Context: an optimization exercise on an open-source flow, tuned for small area. The choices shown serve that exercise and are no tape-out recipe. In this exercise RTL edits were held to simulation tests only and were not proved equivalent to the original. No activity file was given, so power comes from the tool's default toggle rates.

==> flow/design.v, too long to show whole: its modules and the start of the top module <==
// module ctl_decim_chan: 1193 lines
// module ctl_decim: 101 lines
module ctl_decim (
    input  wire         clk,
    input  wire         rst,
    input  wire [7:0]   bs_in,
    input  wire         cfg_we,
    input  wire [2:0]   cfg_ch,
    input  wire [1:0]   cfg_sel,
    input  wire [17:0]  cfg_wdata,
    output wire [7:0]   out_valid,
    output wire [191:0] out_data,
    output reg          cfg_err
);
  // ...
==> flow/run.sh <==
#!/bin/bash
# synth_recipe.tcl (not shown) runs the flow's synth.tcl, then flattens the netlist and writes it again
# the make line also repeats each setting of config.mk as NAME=value (left out here)
make -C /OpenROAD-flow-scripts/flow DESIGN_CONFIG=/design/flow/config.mk WORK_HOME=/design/flow/orfs CLKGATE_MAP_FILE= SYNTH_SCRIPT=/design/flow/synth_recipe.tcl finish
==> flow/config.mk <==
export PLATFORM = sky130hd
export DESIGN_NAME = ctl_decim
export DESIGN_NICKNAME = ctl_decim
export VERILOG_FILES = /design/flow/design.v
export SDC_FILE = /design/flow/constraint.sdc
export NUM_CORES = 4
export LEC_CHECK = 0
export CAP_MARGIN = 20
export CORE_MARGIN = 2
export CORE_UTILIZATION = 40
export SLEW_MARGIN = 20
==> flow/constraint.sdc <==
create_clock -name core_clock -period 12.0 [get_ports {clk}]
set_input_delay 2.4000 -clock core_clock [delete_from_list [all_inputs] [get_ports {clk}]]
set_output_delay 2.4000 -clock core_clock [all_outputs]
set_load 0.01 [all_outputs]
==> results.sh, run 1 <==
export IMPL_final_antenna_net_count=0
export IMPL_cp_max_fo=22
export IMPL_startpoint_type="flip-flop"
export IMPL_ys_flop_type="dfxtp_1"
export IMPL_grtUsageMet1=0.348
export IMPL_final_layout_size_suffix_gt1_frac=0.0617
export IMPL_ir_drop_uv=475
export IMPL_drt_iter0_markers=5754
export IMPL_synth_top_area_frac=0.285
export IMPL_cts_buffer_depth=3
export IMPL_start_util=0.403
export IMPL_clk_latency_ps=780
export IMPL_vias_per_cell=5.57
export IMPL_tightest_slew_ps=1180
export IMPL_buf_share=0.0420
export IMPL_n_all_buffers=437
export IMPL_num_vias=68409
export IMPL_arrival_ps=8890
export IMPL_fmax_ghz=0.0885
export IMPL_yosysMostFrequentCell="dfxtp_1"
export IMPL_synth_compound_area_share=0.157
export IMPL_yosys_area_top_type="dfxtp_1"
export IMPL_post_dp_hpwl_um=208000
export IMPL_wl_met1_um=123000
export IMPL_ys_warn_count=2
export IMPL_status="complete, no violations"
export IMPL_synth_top_family_by_area="adder cells"
export IMPL_worstPathCellList="nand2_1 -> o22ai_1 -> nor2_1 -> o21ai_0 -> fa_1 -> inv_1 -> fa_1 -> inv_1 -> fa_1 -> inv_1 -> ha_1 -> a211oi_1 -> o21ai_0 -> a221oi_1 -> a31oi_1 -> o21ai_1 -> a21o_1 -> a31oi_2 -> a211o_1 -> and3_1 -> nor3_4 -> buf_4 -> a21o_1 -> clkdlybuf4s50_1"
export IMPL_maxCapViolCount=0
export IMPL_syn_cell_area_um2=83500
export IMPL_crit_end="out_data[121]"
export IMPL_setup_viol=0
export IMPL_cp_end_kind="output pin"
export IMPL_min_delay_start="g_lane[1].u_lane.a0r[22]"
export IMPL_power_leakage_nw=41.3
export IMPL_root_buffer="clkbuf_16"
export IMPL_avgRoutedWirePerCell_um=22.8
export IMPL_syn_inst=9684
export IMPL_regMostFlops="g_lane.u_lane.a0r"
export IMPL_grt_max_degree=261
export IMPL_die_w_um=461
==> inputs of run 2 (changes only) <==
--- a/flow/config.mk
+++ b/flow/config.mk
@@ -9,3 +9,6 @@
 export CORE_MARGIN = 2
-export CORE_UTILIZATION = 40
+export CORE_UTILIZATION = 55
+export CTS_BUF_LIST = sky130_fd_sc_hd__clkbuf_16
+export CTS_CLUSTER_DIAMETER = 100
+export CTS_CLUSTER_SIZE = 30
 export SLEW_MARGIN = 20
==> run 2 against run 1 <==
Cell count fell by 7.5%. Combinational power is 0.9% lower. Die area down 27%. Sequential share of layout area grew 1.2 points. Largest power group unchanged. Non-clock buffer count up 4. Global-route usage grew 8.2 points. Critical path depth fell by 1. Still clean. Fmax rose by 1.0%. Highest routed layer unchanged. Sequential power down 1%.
==> results.sh, run 2 <==
export IMPL_top_regs="g_lane.u_lane.a0r (168), g_lane.u_lane.a1r (160), g_lane.u_lane.a2r (152)"
export IMPL_synthTopCellsByArea="dfxtp_1 (28%), fa_1 (15%), ha_1 (6.0%)"
export IMPL_final_area_um2=87600
export IMPL_final_layout_size_suffix_gt1_frac=0.0468
export IMPL_crit_family="compound AO/OA/AOI/OAI gates"
export IMPL_power_leakage_nw=40.0
export IMPL_clk_latency_ps=720
export IMPL_cts_tree="done"
export IMPL_min_path_type="flip-flop to flip-flop"
export IMPL_place_congestion=1.04
export IMPL_synth_top_area_frac=0.285
export IMPL_place_inst=11280
export IMPL_setup_viol=0
export IMPL_switchingPower_mw=6.68
export IMPL_fin_cells=11357
export IMPL_totalWireLength_um=270000
export IMPL_worstPathCellList="nand2_1 -> o22ai_1 -> nor2_1 -> o21ai_0 -> fa_1 -> inv_1 -> fa_1 -> inv_1 -> fa_1 -> inv_1 -> ha_1 -> a211oi_1 -> o21ai_0 -> a221oi_1 -> a31oi_1 -> o21ai_1 -> a21o_1 -> a31oi_2 -> a211o_1 -> a21boi_0 -> o31a_2 -> a31o_2 -> clkdlybuf4s50_1"
export IMPL_finish_utilization=0.583
export IMPL_core_area_um2=150000
export IMPL_ys_flop_type="dfxtp_1"
export IMPL_syn_inst=9684
export IMPL_ys_seq_area_frac=0.302
export IMPL_largest_reg_flops=168
export IMPL_numCtsBuffers=52
export IMPL_drt_first_pass_iters=7
export IMPL_ys_warn_count=2
export IMPL_n_fill_cell=13607
export IMPL_clock_power_share=0.136
export IMPL_postCtsHoldBufs=0
export IMPL_syn_cell_area_um2=83500
export IMPL_overflow=0
export IMPL_status="complete, no violations"
export IMPL_p_per_area_nw_per_um2=185
export IMPL_fin_ws_ps=821
export IMPL_ys_seq_elements=1235
export IMPL_synthDistinctLibCells=98
export IMPL_cp_end_kind="output pin"
export IMPL_grt_pass1_vias=66596
export IMPL_maxSlewHeadroom=0.195
export IMPL_cp_max_fo=23
export IMPL_final_antenna_net_count=0
export IMPL_rsz0062_at_grt="false"
export IMPL_avgRoutedWirePerCell_um=23.8
export IMPL_cts_buffer_depth=3
export IMPL_ir_drop_uv=427
export IMPL_vias_per_cell=6.06
export IMPL_clock_skew_ps=54.7
export IMPL_die_w_um=394
export IMPL_port_buffer_count=234
export IMPL_regMostFlops="g_lane.u_lane.a0r"
export IMPL_highest_layer="met5"
export IMPL_tightest_slew_ps=1190
export IMPL_grt_total_usage=0.341
export IMPL_finalHoldViolations=0
export IMPL_p_comb_frac=0.593
export IMPL_startpoint_type="flip-flop"
export IMPL_maxCapViolCount=0
export IMPL_synth_fp_nets=10748
export IMPL_path_class="flip-flop to output pin"
export IMPL_root_buffer="clkbuf_16"
export IMPL_final_cell_mix="dfxtp_1 (1177), nor2_1 (1136), inv_1 (937)"
export IMPL_cts_setup_buffers=0
export IMPL_synthArstFlopShare=0
export IMPL_required_ps=9600
export IMPL_final_nets=10383
export IMPL_grt_pass1_wl_um=411000
export IMPL_drt_iter0_markers=7009
export IMPL_crit_buf_inv=4
export IMPL_route_met2_wl_um=125000
export IMPL_yosys_top_cells_count="dfxtp_1 (1187), nor2_1 (1142), inv_1 (933)"
export IMPL_critPathSlowestCell="dfxtp_1"
export IMPL_start_util=0.555
export IMPL_io_pins=235
export IMPL_slowest_delay_ps=800
export IMPL_switching_share=0.412
export IMPL_wl_met3_um=18900
export IMPL_arrival_ps=8780
export IMPL_clock_sinks=1235
export IMPL_layout_min_cycle_time_ps=11180
export IMPL_post_place_ws_ps=1190
export IMPL_slew_viol_final=0
export IMPL_totalNegativeSetupSlack_ps=0
export IMPL_grt_max_degree=130
export IMPL_htree_levels=2
export IMPL_rows=142
export IMPL_antenna_found_initial=12
export IMPL_yosysMostFrequentCell="dfxtp_1"
export IMPL_seq_power_share=0.271
export IMPL_min_period_over_period=0.932
export IMPL_num_vias=68818
export IMPL_yosys_area_top_type="dfxtp_1"
export IMPL_wl_met1_um=114000
export IMPL_area_growth_pct=4.93
export IMPL_postCtsResizedCells=0
export IMPL_intPower_mw=9.55
export IMPL_place_area_um2=85900
export IMPL_synth_enable_flop_cells=48
export IMPL_fp_dieArea_um2=155000
export IMPL_die_h_um=394
export IMPL_fmax_ghz=0.0895
export IMPL_drc=0
export IMPL_avgSynthCellArea_um2=8.62
export IMPL_clk_pin_slew_worst_paths_ps=110
export IMPL_post_dp_hpwl_um=201000
export IMPL_final_common_cell="dfxtp_1"
## run 2: cells by family (layout without fill, tap and decap cells)
kind of cell               count (synthesis)  after routing  share of synthesized area
buffers and inverters                   1797           1451                     0.0908
muxes                                    514            514                     0.0673
other                                      0              3                          0
xor gates and xnor gates                 246            246                     0.0260
adders and majority gates               1066           1066                      0.216
AOI/OAI and AO/OA                       2110           2110                      0.157
and+or+nand+nor                         2716           2716                      0.141
DFF                                     1235           1235                      0.302
## run 2: final cells by class
cell class,count,area (um2),area share
Multi-Input combinational cell,6652,50800,0.580
Sequential cell,1235,25200,0.288
Timing Repair Buffer,441,3890,0.0444
Inverter,937,3520,0.0402
Tap cell,2016,2520,0.0288
Clock buffer,53,1330,0.0151
Clock inverter,20,290,0.00331
Antenna cell,3,7.51,0.0000857
## run 2: layer usage
layer,track usage,vias up
li1,-,31569
met1,0.461,33674
met2,0.555,2970
met3,0.0431,597
met4,0.135,8
met5,0,-
## run 2: worst register-to-register path: cells and delay by family, from the launching register on
kind,cells,cell delay (ps)
buffers and inverters,4,1050
DFF,1,620
AOI/OAI and AO/OA,13,3440
and+or+nand+nor,11,2890
muxes,1,260
adders and majority gates,7,2480
## run 2: per-stage QoR
stage	hold WS, ps	power (mW)
2_1_floorplan	310	11.3
3_3_place_gp	309	13.8
3_5_place_dp	312	14.0
4_1_cts	284	16.2
5_1_grt	305	17.2
6_report	302	16.2
## run 2: power groups by stage
stage | sequential (mW) | combinational [mW] | clock [mW]
global route | 4.41 | 10.4 | 2.40
CTS | 4.39 | 9.58 | 2.26
floorplan | 4.37 | 6.89 | 0
finish | 4.40 | 9.62 | 2.21
global placement | 4.48 | 9.35 | 0
detailed placement | 4.49 | 9.51 | 0
## run 2: worst paths after layout
path                             from                        to  slack, ps  cells after the start
max                 g_lane[1].gnr[53]             out_data[165]        820                     23
min          g_lane[0].u_lane.a0r[52]  g_lane[0].u_lane.a0r[31]        300                      0
max reg2reg                     ph[0]    g_lane[0].u_lane.d[19]       1100                     36
min reg2reg  g_lane[0].u_lane.a0r[52]  g_lane[0].u_lane.a0r[31]        300                      0

==> what the ideal ports hide <==
The flow's constraints put no driver on any port. The routed layouts listed below were extracted and timed again, unchanged, in two steps. Step 1, drivers: a clkbuf_16 drives clk and a buf_2 each remaining input, both assumed. Step 2 times the ports against the registers' clock, not the clock port: input delays grow and output delays shrink by t, the midpoint of the rising clock arrivals with the driver on. a / b / c = ideal / step 1 / step 2; a / b = the first two.
| run | shift t [ns] | slack for setup (ns) | hold WS [ns] | latest minus earliest clock arrival (ns) | cell pins on the clock port's net |
|---|---|---|---|---|---|
| run 1 | 0.844 | 0.706 / 0.622 / 1.075 | 0.305 / 0.305 / 0.305 | 0.043 / 0.044 | 1 |
| run 2 | 0.775 | 0.821 / 0.736 / 1.105 | 0.302 / 0.302 / 0.302 | 0.058 / 0.058 | 1 |
After both steps setup and hold are still met in every run listed.
